Background: an optimization exercise with open tools, aiming at small area, a short achievable clock period and few clock cycles per item. Do not read the settings as production practice. RTL that was checked went through simulation tests only; none was proved equivalent to the original.

==> inputs of onyx <==
// halftone_step
module halftone_step (
    input  wire        clk,
    input  wire        rst,
    input  wire        in_valid,
    output wire        in_ready,
    input  wire        in_mode,
    input  wire [15:0] in_v,
    input  wire [15:0] in_e_line,
    input  wire [15:0] in_e_held,
    input  wire [7:0]  in_th,
    input  wire        in_missing,
    input  wire [7:0]  in_md,
    input  wire [71:0] in_lv,
    input  wire [4:0]  in_wr,
    input  wire [4:0]  in_wdl,
    input  wire [4:0]  in_wdr,
    output reg         out_valid,
    input  wire        out_ready,
    output reg  [2:0]  out_level,
    output reg         out_sat,
    output reg  [15:0] out_right,
    output reg  [15:0] out_dleft,
    output reg  [15:0] out_dright,
    output reg  [15:0] out_down
);
    function automatic [19:0] radd(input [19:0] x, input [19:0] y, input cin);
        integer k;
        reg cy;
        begin
            cy = cin;
            for (k = 0; k < 20; k = k + 1) begin
                radd[k] = x[k] ^ y[k] ^ cy;
                cy = (x[k] & y[k]) | (x[k] & cy) | (y[k] & cy);
            end
        end
    endfunction
    reg        r_v;
    reg        r_mode, r_miss;
    reg [15:0] r_val, r_el, r_eh;
    reg [7:0]  r_th, r_md;
    reg [71:0] r_lv;
    reg [14:0] r_w;
    reg        m_v, k_v, o_v;
    reg        rdy;                             
    wire       r_load = !r_v || !k_v;           
    assign in_ready = rdy;
    always @(posedge clk) begin
        if (r_load) begin
            r_mode <= in_mode;
            r_miss <= in_missing;
            r_val  <= in_v;
            r_el   <= in_e_line;
            r_eh   <= in_e_held;
            r_th   <= in_th;
            r_md   <= in_md;
            r_lv   <= in_lv;
  ...
Settings: LEC_CHECK=0, CAP_MARGIN=20, CORE_MARGIN=2, CORE_UTILIZATION=60, CTS_BUF_LIST=sky130_fd_sc_hd__clkbuf_4 sky130_fd_sc_hd__clkbuf_8, SLEW_MARGIN=20; clock period 85.0 ns.
run.sh (not shown) runs the stock make flow with config.mk's settings and CLKGATE_MAP_FILE= SYNTH_SCRIPT=/design/flow/synth_recipe.tcl, a recipe that flattens the netlist after the stock synthesis.
==> pepper: changes against onyx <==
--- a/flow/design.v
+++ b/flow/design.v
@@ -39,15 +39,13 @@
     reg [15:0] r_val, r_el, r_eh;
     reg [7:0]  r_th, r_md;
     reg [71:0] r_lv;
     reg [14:0] r_w;
     reg        m_v, k_v, o_v;
-    reg        rdy;                             
-    wire       r_load = !r_v || !k_v;           
-    assign in_ready = rdy;
+    assign in_ready = !r_v || !k_v;
     always @(posedge clk) begin
-        if (r_load) begin
+        if (in_ready) begin
             r_mode <= in_mode;
             r_miss <= in_missing;
             r_val  <= in_v;
             r_el   <= in_e_line;
             r_eh   <= in_e_held;
@@ -63,26 +61,16 @@
     wire [15:0] hm = r_mode ? r_eh : 16'd0;
     wire [18:0] u  = {3'b000, r_val} + {{3{em[15]}}, em} + {{3{hm[15]}}, hm};
     wire        neg = u[18];
     wire        big = u[17] | u[16];           
     wire [11:0] uh  = u[15:4];
-    function automatic ge12(input [11:0] x, input [11:0] y);
-        integer k;
-        reg b;
-        begin
-            b = 1'b0;
-            for (k = 0; k < 12; k = k + 1)
-                b = (!x[k] & y[k]) | (!x[k] & b) | (y[k] & b);
-            ge12 = !b;
-        end
-    endfunction
-    wire c1 = !neg && (big || ge12(uh, lv1));
-    wire c2 = !neg && (big || ge12(uh, lv2));
-    wire c3 = !neg && (big || ge12(uh, lv3));
-    wire c4 = !neg && (big || ge12(uh, lv4));
-    wire c5 = !neg && (big || ge12(uh, lv5));
-    wire c6 = !neg && (big || ge12(uh, lv6));
+    wire c1 = !neg && (big || uh >= lv1);
+    wire c2 = !neg && (big || uh >= lv2);
+    wire c3 = !neg && (big || uh >= lv3);
+    wire c4 = !neg && (big || uh >= lv4);
+    wire c5 = !neg && (big || uh >= lv5);
+    wire c6 = !neg && (big || uh >= lv6);
     wire top = !neg && (big || &uh);
     wire s6 = c6;
     wire s5 = c5 & !c6;
     wire s4 = c4 & !c5 & !c6;
     wire s3 = c3 & !c4 & !c5 & !c6;
@@ -108,19 +96,18 @@
     wire [19:0] k3_w = radd({4'd0, K}, {3'd0, K, 1'b0}, 1'b0);
     wire [17:0] K1 = {2'b00, K}, K2 = {1'b0, K, 1'b0}, K3 = k3_w[17:0];
     function automatic [17:0] ksel(input [1:0] g, input [17:0] x1, input [17:0] x2, input [17:0] x3);
         ksel = ({18{g == 2'd1}} & x1) | ({18{g == 2'd2}} & x2) | ({18{g == 2'd3}} & x3);
     endfunction
-    wire [28:0] t = {11'd0, ksel(d[1:0],   K1, K2, K3)}
-                  + {9'd0,  ksel(d[3:2],   K1, K2, K3), 2'd0}
-                  + {7'd0,  ksel(d[5:4],   K1, K2, K3), 4'd0}
-                  + {5'd0,  ksel(d[7:6],   K1, K2, K3), 6'd0}
-                  + {3'd0,  ksel(d[9:8],   K1, K2, K3), 8'd0}
-                  + {1'd0,  ksel(d[11:10], K1, K2, K3), 10'd0}
-                  - {1'b0, a, 11'd0, !r_mode};
+    wire [27:0] Kd = {10'd0, ksel(d[1:0],   K1, K2, K3)}
+                   + {8'd0,  ksel(d[3:2],   K1, K2, K3), 2'd0}
+                   + {6'd0,  ksel(d[5:4],   K1, K2, K3), 4'd0}
+                   + {4'd0,  ksel(d[7:6],   K1, K2, K3), 6'd0}
+                   + {2'd0,  ksel(d[9:8],   K1, K2, K3), 8'd0}
+                   + {       ksel(d[11:10], K1, K2, K3), 10'd0};
     wire no_up = !r_mode && (&r_th);
-    wire up = !no_up && t[28];
+    wire up = !no_up && ({a, 11'd0, !r_mode} > Kd);
     wire zero = r_mode && (r_miss || neg);
     wire [2:0] level = zero ? 3'd0 : top ? 3'd7 : L + {2'b00, up};
     wire [18:0] ef  = zero ? u : (top || up) ? e_hi : e_lo;
     wire sat_p = (ef[18:15] != 4'b0000) && (ef[18:15] != 4'b1111);
     wire sat   = r_mode && sat_p;
@@ -166,35 +153,31 @@
     wire [19:0] p_dl = mulw(wdl, e1, e2, e3);
     wire [19:0] p_dr = mulw(wdr, e1, e2, e3);
     wire [19:0] p_d0 = mulw(wd,  e1, e2, e3);
     wire [5:0]  rem  = {2'b00, p_r[3:0]} + {2'b00, p_dl[3:0]} + {2'b00, p_dr[3:0]};
     wire [19:0] p_dn = radd(p_d0, {14'd0, rem}, 1'b0);
-    wire o_load = !o_v || out_ready;
     always @(posedge clk) begin
-        if (o_load) begin
+        if (pop) begin
             out_level  <= m_lvl;
             out_sat    <= m_sat;
             out_right  <= p_r[19:4];
             out_dleft  <= p_dl[19:4];
             out_dright <= p_dr[19:4];
             out_down   <= p_dn[19:4];
         end
     end
-    wire r_v_n = r_load ? (in_valid && rdy) : r_v;
-    wire k_v_n = k_v ? !pop : (r_move && m_v && !pop);
     always @(posedge clk) begin
         if (rst) begin
             r_v <= 1'b0;
             m_v <= 1'b0;
             k_v <= 1'b0;
             o_v <= 1'b0;
-            rdy <= 1'b0;
         end else begin
-            r_v <= r_v_n;
+            if (in_ready) r_v <= in_valid;
+            else if (r_move) r_v <= 1'b0;
             m_v <= (m_v && !pop) || k_v || r_move;
-            k_v <= k_v_n;
+            k_v <= k_v ? !pop : (r_move && m_v && !pop);
             o_v <= pop || (o_v && !out_ready);
-            rdy <= !r_v_n || !k_v_n;
         end
     end
     always @(*) out_valid = o_v;
 endmodule
Settings changed: CORE_UTILIZATION 60 to 40, CTS_BUF_LIST sky130_fd_sc_hd__clkbuf_4 sky130_fd_sc_hd__clkbuf_8 to default.
==> run summary <==
metric                                                                     pepper            onyx
Endpoint of the worst-slack reg-to-reg timing path                      m_err[14]        m_err[8]
Number of instances in the synthesized netlist                               3041            2957
Global Route met3 Usage                                                     2.87%           4.33%
Fill count                                                                   6794            3709
Clock latency reported for the late side of the worst-skew pair           0.57 ns         0.67 ns
Number of buffers and inverters on the critical path                            2               4
Number of different library cells in the post-synthesis netlist                98              97
Starting density of the core                                                40.3%           61.1%
Number of antenna violations at the first check in global routing               1               0
Portion of netlist area occupied by mux cells                               3.26%           2.34%
Clock network share of area                                                 3.42%           3.34%
Worst Max-Slew Pin Slew                                                   1.11 ns         1.11 ns
TAP cells                                                                     959             607
Synth Cell Area                                                        0.0294 mm²      0.0286 mm²
Number of clock buffers in the layout                                          36              65
Routed wire per std cell                                                  20.5 µm         21.6 µm
Non-clock buffer total of the final layout                                    289             277
Result of the run                                                  finished clean  finished clean
No run of this note included a check of the RTL's function; only the layout flow was run.

==> v37 <==
Another version of the RTL of halftone_step (not shown whole).
clock: 85.0 ns
lec_check: 0
abc_area: 1
cap_margin: 20
core_margin: 2
core_utilization: 75
cts_buf_list: sky130_fd_sc_hd__clkbuf_16
cts_cluster_diameter: 100
cts_cluster_size: 30
slew_margin: 20
standard.sh (not shown) runs the stock make flow with config.mk's settings and CLKGATE_MAP_FILE= SYNTH_SCRIPT=/design/flow/synth_recipe.tcl, a recipe that flattens the netlist after the stock synthesis.
==> flow/flow/run.sh <==
#!/bin/bash
# The standard layout (standard.sh, unchanged synthesis and steps), except that the
# port buffers that global placement inserts on every input and output are buf_1 cells
# rather than the default choice. make's full output goes to standard.log here.
set -euo pipefail
export BUFFER_PORTS_ARGS="-buffer_cell sky130_fd_sc_hd__buf_1"
bash standard.sh > standard.log 2>&1
==> v28: changes against v37 <==
CAP_MARGIN = 0   (was 20)
CORE_UTILIZATION = 70   (was 75)
SLEW_MARGIN = 0   (was 20)
==> v3: changes against v37 <==
--- a/flow/design.v
+++ b/flow/design.v
@@ -31,52 +31,12 @@
             for (k = 0; k < 20; k = k + 1) begin
                 radd[k] = x[k] ^ y[k] ^ cy;
                 cy = (x[k] & y[k]) | (x[k] & cy) | (y[k] & cy);
             end
         end
     endfunction
-    function automatic [19:0] bkadd(input [19:0] x, input [19:0] y, input cin);
-        reg [31:0] g, p, pg, G, P;
-        integer i, l;
-        begin
-            g = 32'd0;
-            p = 32'd0;
-            g[19:0] = x & y;
-            p[19:0] = x ^ y;
-            pg = p;
-            g[0] = g[0] | (p[0] & cin);
-            G = g;
-            P = p;
-            for (l = 1; l < 32; l = l * 2)
-                for (i = 2 * l - 1; i < 32; i = i + 2 * l) begin
-                    G[i] = G[i] | (P[i] & G[i - l]);
-                    P[i] = P[i] & P[i - l];
-                end
-            for (l = 8; l >= 1; l = l / 2)
-                for (i = 3 * l - 1; i < 32; i = i + 2 * l) begin
-                    G[i] = G[i] | (P[i] & G[i - l]);
-                    P[i] = P[i] & P[i - l];
-                end
-            bkadd = pg[19:0] ^ {G[18:0], cin};
-        end
-    endfunction
-    function automatic bkcarry(input [31:0] x, input [31:0] y, input cin);
-        reg [31:0] G, P;
-        integer i, l;
-        begin
-            G = x & y;
-            P = x ^ y;
-            G[0] = G[0] | (P[0] & cin);
-            for (l = 1; l < 32; l = l * 2)
-                for (i = 2 * l - 1; i < 32; i = i + 2 * l) begin
-                    G[i] = G[i] | (P[i] & G[i - l]);
-                    P[i] = P[i] & P[i - l];
-                end
-            bkcarry = G[31];
-        end
-    endfunction
     wire [15:0] in_em = in_mode ? in_e_line : 16'd0;
     wire [15:0] in_hm = in_mode ? in_e_held : 16'd0;
     wire [15:0] in_s  = in_v ^ in_em ^ in_hm;
     wire [15:0] in_c  = (in_v & in_em) | (in_v & in_hm) | (in_em & in_hm);
     wire        in_sx = in_em[15] ^ in_hm[15];
     wire        in_cx = in_em[15] & in_hm[15];
@@ -85,13 +45,12 @@
     reg [15:0] r_s, r_c;                        
     reg        r_sx, r_cx;
     reg [7:0]  r_th, r_md;
     reg [71:0] r_lv;
     reg [14:0] r_w;
     reg        m_v, k_v, o_v;
-    reg        o_e;                             
     reg        rdy;                             
     wire       r_load = !r_v || !k_v;           
     assign in_ready = rdy;
     always @(posedge clk) begin
         if (r_load) begin
             r_mode <= in_mode;
@@ -105,14 +64,13 @@
             r_lv   <= in_lv;
             r_w    <= {in_wdr, in_wdl, in_wr};
         end
     end
     wire [11:0] lv1 = r_lv[11:0],  lv2 = r_lv[23:12], lv3 = r_lv[35:24];
     wire [11:0] lv4 = r_lv[47:36], lv5 = r_lv[59:48], lv6 = r_lv[71:60];
-    wire [19:0] u_w = bkadd({{4{r_sx}}, r_s}, {{3{r_cx}}, r_c, 1'b0}, 1'b0);
-    wire [18:0] u   = u_w[18:0];
+    wire [18:0] u  = {{3{r_sx}}, r_s} + {{2{r_cx}}, r_c, 1'b0};
     wire        neg = u[18];
     wire        big = u[17] | u[16];           
     wire [11:0] uh  = u[15:4];
     function automatic ge12(input [11:0] x, input [11:0] y);
         integer k;
         reg b;
@@ -139,14 +97,13 @@
     wire s0 = !(c1 | c2 | c3 | c4 | c5 | c6);
     wire [2:0] L = {s4 | s5 | s6, s2 | s3 | s6, s1 | s3 | s5};
     wire [11:0] lo = ({12{s1}} & lv1) | ({12{s2}} & lv2) | ({12{s3}} & lv3)
                    | ({12{s4}} & lv4) | ({12{s5}} & lv5) | ({12{s6}} & lv6);
     wire [11:0] hi = ({12{s0}} & lv1) | ({12{s1}} & lv2) | ({12{s2}} & lv3)
                    | ({12{s3}} & lv4) | ({12{s4}} & lv5) | ({12{s5}} & lv6) | {12{s6}};
-    wire [19:0] d_w = bkadd({8'd0, hi}, {8'hff, ~lo}, 1'b1);
-    wire [11:0] d   = d_w[11:0];
+    wire [11:0] d  = hi - lo;
     wire [19:0] e_lo_w = radd({u[18], u}, ~{4'b0000, lo, 4'b0000}, 1'b1);
     wire [19:0] e_hi_w = radd({u[18], u}, ~{4'b0000, hi, 4'b0000}, 1'b1);
     wire [18:0] e_lo = e_lo_w[18:0];
     wire [18:0] e_hi = e_hi_w[18:0];
     wire [15:0] a    = e_lo[15:0];
     wire signed [16:0] pq = $signed({~r_th[7], r_th[6:0]}) * $signed({1'b0, r_md});
@@ -155,44 +112,33 @@
     wire [15:0] K    = r_mode ? q_w[15:0] : {th1, 8'd0};
     wire [19:0] k3_w = radd({4'd0, K}, {3'd0, K, 1'b0}, 1'b0);
     wire [17:0] K1 = {2'b00, K}, K2 = {1'b0, K, 1'b0}, K3 = k3_w[17:0];
     function automatic [17:0] ksel(input [1:0] g, input [17:0] x1, input [17:0] x2, input [17:0] x3);
         ksel = ({18{g == 2'd1}} & x1) | ({18{g == 2'd2}} & x2) | ({18{g == 2'd3}} & x3);
     endfunction
-    wire [28:0] p0 = {11'd0, ksel(d[1:0],   K1, K2, K3)};
-    wire [28:0] p1 = {9'd0,  ksel(d[3:2],   K1, K2, K3), 2'd0};
-    wire [28:0] p2 = {7'd0,  ksel(d[5:4],   K1, K2, K3), 4'd0};
-    wire [28:0] p3 = {5'd0,  ksel(d[7:6],   K1, K2, K3), 6'd0};
-    wire [28:0] p4 = {3'd0,  ksel(d[9:8],   K1, K2, K3), 8'd0};
-    wire [28:0] p5 = {1'd0,  ksel(d[11:10], K1, K2, K3), 10'd0};
-    wire [28:0] nx = ~{1'b0, a, 11'd0, !r_mode};
-    wire [28:0] t1s = p0 ^ p1 ^ p2;
-    wire [28:0] t1c = {(p0[27:0] & p1[27:0]) | (p0[27:0] & p2[27:0]) | (p1[27:0] & p2[27:0]), 1'b0};
-    wire [28:0] t2s = p3 ^ p4 ^ p5;
-    wire [28:0] t2c = {(p3[27:0] & p4[27:0]) | (p3[27:0] & p5[27:0]) | (p4[27:0] & p5[27:0]), 1'b0};
-    wire [28:0] t3s = t1s ^ t1c ^ t2s;
-    wire [28:0] t3c = {(t1s[27:0] & t1c[27:0]) | (t1s[27:0] & t2s[27:0]) | (t1c[27:0] & t2s[27:0]), 1'b0};
-    wire [28:0] t4s = t2c ^ nx ^ t3s;
-    wire [28:0] t4c = {(t2c[27:0] & nx[27:0]) | (t2c[27:0] & t3s[27:0]) | (nx[27:0] & t3s[27:0]), 1'b0};
-    wire [28:0] t5s = t3c ^ t4s ^ t4c;
-    wire [28:0] t5c = {(t3c[27:0] & t4s[27:0]) | (t3c[27:0] & t4c[27:0]) | (t4s[27:0] & t4c[27:0]), 1'b0};
-    wire t28 = t5s[28] ^ t5c[28] ^ bkcarry({4'hf, t5s[27:0]}, {4'd0, t5c[27:0]}, 1'b1);
+    wire [28:0] t = {11'd0, ksel(d[1:0],   K1, K2, K3)}
+                  + {9'd0,  ksel(d[3:2],   K1, K2, K3), 2'd0}
+                  + {7'd0,  ksel(d[5:4],   K1, K2, K3), 4'd0}
+                  + {5'd0,  ksel(d[7:6],   K1, K2, K3), 6'd0}
+                  + {3'd0,  ksel(d[9:8],   K1, K2, K3), 8'd0}
+                  + {1'd0,  ksel(d[11:10], K1, K2, K3), 10'd0}
+                  - {1'b0, a, 11'd0, !r_mode};
     wire no_up = !r_mode && (&r_th);
-    wire up = !no_up && t28;
+    wire up = !no_up && t[28];
     wire zero = r_mode && (r_miss || neg);
     wire [2:0] level = zero ? 3'd0 : top ? 3'd7 : L + {2'b00, up};
     wire [18:0] ef  = zero ? u : (top || up) ? e_hi : e_lo;
     wire sat_p = (ef[18:15] != 4'b0000) && (ef[18:15] != 4'b1111);
     wire sat   = r_mode && sat_p;
     wire [15:0] err = !r_mode ? 16'd0 :
                       sat_p   ? (ef[18] ? 16'h8000 : 16'h7fff) : ef[15:0];
     reg [34:0] q0, q1;
     reg        wp, rp;
     wire [34:0] x_m  = {r_w, level, sat, err};
     wire        r_move = r_v && !k_v;                  
-    wire        o_load = o_e || out_ready;             
+    wire        o_load = !o_v || out_ready;            
     wire        pop    = m_v && o_load;                
     always @(posedge clk) begin
         if (r_move && !wp) q0 <= x_m;
         if (r_move &&  wp) q1 <= x_m;
     end
     wire [34:0] hd = rp ? q1 : q0;
@@ -236,23 +182,21 @@
     always @(posedge clk) begin
         if (rst) begin
             r_v <= 1'b0;
             m_v <= 1'b0;
             k_v <= 1'b0;
             o_v <= 1'b0;
-            o_e <= 1'b1;
             rdy <= 1'b0;
             wp  <= 1'b0;
             rp  <= 1'b0;
         end else begin
             r_v <= r_v_n;
             m_v <= (m_v && !pop) || k_v || r_move;
             wp  <= wp ^ r_move;
             rp  <= rp ^ pop;
             k_v <= k_v_n;
             o_v <= pop || (o_v && !out_ready);
-            o_e <= !pop && (o_e || out_ready);
             rdy <= !r_v_n || !k_v_n;
         end
     end
     always @(*) out_valid = o_v;
 endmodule
==> flow/flow/run.sh (replaced) <==
#!/bin/bash
# The standard layout (standard.sh, unchanged synthesis and steps), except that the
# port buffers that global placement inserts on every input and output are buf_2 cells
# rather than the default choice. make's full output goes to standard.log here.
set -euo pipefail
export BUFFER_PORTS_ARGS="-buffer_cell sky130_fd_sc_hd__buf_2"
bash standard.sh > standard.log 2>&1
ABC_AREA = default   (was 1)
CORE_UTILIZATION = 60   (was 75)
CTS_BUF_LIST = sky130_fd_sc_hd__clkbuf_8   (was sky130_fd_sc_hd__clkbuf_16)
CTS_CLUSTER_DIAMETER = 60   (was 100)
CTS_CLUSTER_SIZE = 16   (was 30)
==> results.toml <==
[worst_setup_path]
cp_cell_sequence = "buf_1"
critPathCaptureType = "primary output"
cp.required_ns = 68.00

[outcome]
status = "timing/DRC/antenna clean"

[drt]
viasPerCell = 6.41
wl_per_cell_um = 21.0
dr_wl_met2_um = 34200

[yosys]
syn_area_um2 = 25800
yosys-top-cells-count = "inv_1 (635), nand2_1 (460), fa_1 (279), edfxtp_1 (277), o22ai_1 (169)"

[sta]
relSlewSlack_pct = 23.1
setup_ws_ns = 66.84

[cells_and_area]
n_fill_cell = 2025
# the run above: v37

==> results.toml <==
[outcome]
status = "timing/DRC/antenna clean"

[yosys]
yosys-top-cells-count = "inv_1 (317), edfxtp_1 (277), nand2_1 (261), fa_1 (260), nor2_1 (211)"
syn_area_um2 = 27000

[worst_setup_path]
critPathCaptureType = "primary output"
cp.required_ns = 68.00
cp_cell_sequence = "buf_2"

[drt]
dr_wl_met2_um = 34100
viasPerCell = 6.26
wl_per_cell_um = 21.1
# the run above: v3

==> results.toml <==
[outcome]
status = "timing/DRC/antenna clean"

[drt]
wl_per_cell_um = 19.8
dr_wl_met2_um = 32600
viasPerCell = 6.14

[worst_setup_path]
critPathCaptureType = "flip-flop"

[cells_and_area]
n_fill_cell = 2620

[sta]
setup_ws_ns = 66.49
# the run above: v28

Testbench counts of v37, summed over its fixed seeds: cycles 32,024, items 32,000.
Testbench counts of v28, summed over its fixed seeds: cycles 32,024, items 32,000.
For v3, only the layout was checked, not whether the RTL still works.

[afterwards: timing with drivers on the ports]
Ports are ideal in the flow. The routed layouts listed here were re-timed in OpenROAD. Step 1: set_driving_cell puts a clkbuf_16 on clk and a buf_2 on each other input, an assumption about the parent block. Step 2 times the ports against the registers' clock, not the clock port: input delays grow and output delays shrink by t, the midpoint of the rising clock arrivals with the driver on. a / b / c = ideal ports / drivers / drivers and shift; a / b = the first two.
run	t, ns	setup slack, ns	latest minus earliest clock arrival (ns)	slew at the worst register clock pin (ns)	pins driven straight from the clock port
onyx	0.693	66.349 / 66.379 / 65.686	0.058 / 0.058	0.08 / 0.08	1
pepper	0.627	65.300 / 65.236 / 65.679	0.025 / 0.025	0.06 / 0.06	1
v37	0.589	66.843 / 66.786 / 66.462	0.044 / 0.044	0.12 / 0.12	1
v28	0.583	66.486 / 66.506 / 65.923	0.029 / 0.029	0.11 / 0.11	1
v3	0.652	66.803 / 66.752 / 66.400	0.034 / 0.034	0.10 / 0.10	1
After both steps setup and hold are still met in every run listed. The setup slack of onyx, which loses most, moves by +0.030 ns with the drivers and by -0.663 ns with both steps.
